From an optimization exercise on the open Yosys and OpenROAD flow, aimed at small area, a short achievable clock period and few clock cycles per item; shortcuts taken in it are not production practice.
The RTL was checked by simulation tests, not by an equivalence proof against the original design.

==> flow/design.v (excerpt) <==
module tn48_check_engine (
    input  wire         clk,
    input  wire         rst,           
    input  wire         ctx_wr,
    input  wire [127:0] ctx_wdata,
    output wire [127:0] ctx_rdata,
    output wire         idle,
    output reg          selfcheck,
    input  wire         in_valid,
    output wire         in_ready,
    input  wire [63:0]  in_data,       
    input  wire [3:0]   in_nbytes,     
    input  wire         in_last,       
    input  wire [63:0]  in_check,      
    output reg          res_valid,
    output reg  [63:0]  res_crc,
    output wire         res_ok,
    output wire         res_pass
);
Size in the first run: ~370 flip-flops, about 460 I/O pins, ~35000 um2 of cells after synthesis.
Settings: LEC_CHECK=0, CAP_MARGIN=20, CORE_MARGIN=2, CORE_UTILIZATION=40, PLACE_DENSITY=0.6, SETUP_SLACK_MARGIN=0.3, SLEW_MARGIN=20; clock period 20.0 ns.
standard.sh (not shown) runs the stock make flow with config.mk's settings and CLKGATE_MAP_FILE= SYNTH_SCRIPT=/design/flow/synth_recipe.tcl, a recipe that flattens the netlist after the stock synthesis.
==> flow/flow/run.sh <==
#!/bin/bash
# Layout: the standard flow (standard.sh, unchanged synthesis) with two
# changes to how the layout is made:
#  - the port buffers are sky130_fd_sc_hd__buf_1 instead of the default
#    delay-cell buffer (timing repair may size them up);
#  - timing repair works to a setup margin of 14.5 ns instead of 0.3 ns, so it
#    sizes the design for about a 5.5 ns path; the clock and constraints are
#    the design's.
set -euo pipefail
export BUFFER_PORTS_ARGS="-buffer_cell sky130_fd_sc_hd__buf_1"
bash standard.sh SETUP_SLACK_MARGIN=14.5 finish > standard.log 2>&1
The starting point finished clean.
Testbench counts at the start, summed over its fixed seeds: cycles 68,632, bytes 505,136.
Next try:
==> flow/flow/run.sh (replaced) <==
#!/bin/bash
# Layout: the standard flow (standard.sh, unchanged synthesis) with these
# changes to how the layout is made:
#  - the port buffers are sky130_fd_sc_hd__buf_2 instead of the default
#    delay-cell buffer;
#  - timing repair works to a setup margin of 14.5 ns instead of 0.3 ns, so it
#    sizes the design for about a 5.5 ns path; the clock and constraints are
#    the design's;
#  - clock tree sinks are clustered up to 22 per buffer within 80 um.
set -euo pipefail
export BUFFER_PORTS_ARGS="-buffer_cell sky130_fd_sc_hd__buf_2"
bash standard.sh SETUP_SLACK_MARGIN=14.5 CTS_CLUSTER_SIZE=22 CTS_CLUSTER_DIAMETER=80 finish > standard.log 2>&1
=>
- routed wire length rises by 1.1%
- clock-buffer cell count decreases by 25

========
Setup of JK:
tn48_check_engine again, from the RTL that the note above started with.
clock: 20.0 ns
lec_check: 0
cap_margin: 20
core_margin: 2
core_utilization: 40
place_density: 0.6
setup_slack_margin: 0.3
slew_margin: 20
==> flow/flow/run.sh <==
#!/bin/bash
# Layout: the standard flow (standard.sh, unchanged synthesis) with these
# changes to how the layout is made:
#  - the port buffers are sky130_fd_sc_hd__buf_1 instead of the default
#    delay-cell buffer (timing repair may size them up);
#  - timing repair works to a setup margin of 14.5 ns instead of 0.3 ns, so it
#    sizes the design for about a 5.5 ns path; the clock and constraints are
#    the design's;
#  - clock tree sinks are clustered up to 22 per buffer within 80 um.
set -euo pipefail
export BUFFER_PORTS_ARGS="-buffer_cell sky130_fd_sc_hd__buf_1"
bash standard.sh SETUP_SLACK_MARGIN=14.5 CTS_CLUSTER_SIZE=22 CTS_CLUSTER_DIAMETER=80 finish > standard.log 2>&1
Testbench counts of JK, summed over its fixed seeds: cycles 68,632, bytes 505,136.
diff inputs: JK => TR
==> flow/flow/run.sh <==
#!/bin/bash
# Layout: the standard flow (standard.sh, unchanged synthesis) with two
# changes to how the layout is made:
#  - the port buffers are sky130_fd_sc_hd__buf_2 instead of the default
#    delay-cell buffer;
#  - timing repair works to a setup margin of 14.5 ns instead of 0.3 ns, so it
#    sizes the design for about a 5.5 ns path; the clock and constraints are
#    the design's.
set -euo pipefail
export BUFFER_PORTS_ARGS="-buffer_cell sky130_fd_sc_hd__buf_2"
bash standard.sh SETUP_SLACK_MARGIN=14.5 finish > standard.log 2>&1
[summary]
Any difference in part of the cycle the worst path needs between JK and TR is small enough to ignore. Comparing clock-pin slew reported for the worst setup and hold paths after clock tree synthesis for TR and JK, the bigger number came from JK. Run comparison: JK first element of the critical path running[41]; TR first element of the critical path running[51]. Routed wire length, TR vs JK: up slightly.

-- port drivers added, routing unchanged --
How much do the figures lean on ideal ports? The routed layouts below were timed once more, with nothing changed but the port constraints.
Step 1 assumes that a clkbuf_16 drives the clock port and a buf_2 every other input.
Step 2 adds t to the input delays and takes it off the output delays; t is the mean of the earliest and latest rising clock arrival at the registers after step 1. Input paths then give back, and output paths get back, about the clock's delay inside the block.
a / b / c = ideal / step 1 / step 2; a / b = the first two.
| run | shift t [ns] | setup WS [ns] | worst setup path after step 2 | slew at the worst register clock pin (ns) | worst data-port slew with drivers (ns) |
|---|---|---|---|---|---|
| the first run of note 1 | 0.673 | 14.204 / 14.204 / 13.866 | input to register | 0.07 / 0.07 | 0.25 |
| the second run of note 1 | 0.688 | 14.257 / 14.257 / 13.876 | input to register | 0.10 / 0.10 | 0.23 |
| JK | 0.691 | 14.424 / 14.418 / 13.833 | input to register | 0.10 / 0.10 | 0.25 |
| TR | 0.688 | 14.426 / 14.426 / 13.857 | input to register | 0.07 / 0.07 | 0.24 |
After both steps every run listed still meets setup and hold. For JK, which loses most, drivers alone change the setup slack by -0.006 ns; drivers and shift together by -0.591 ns.
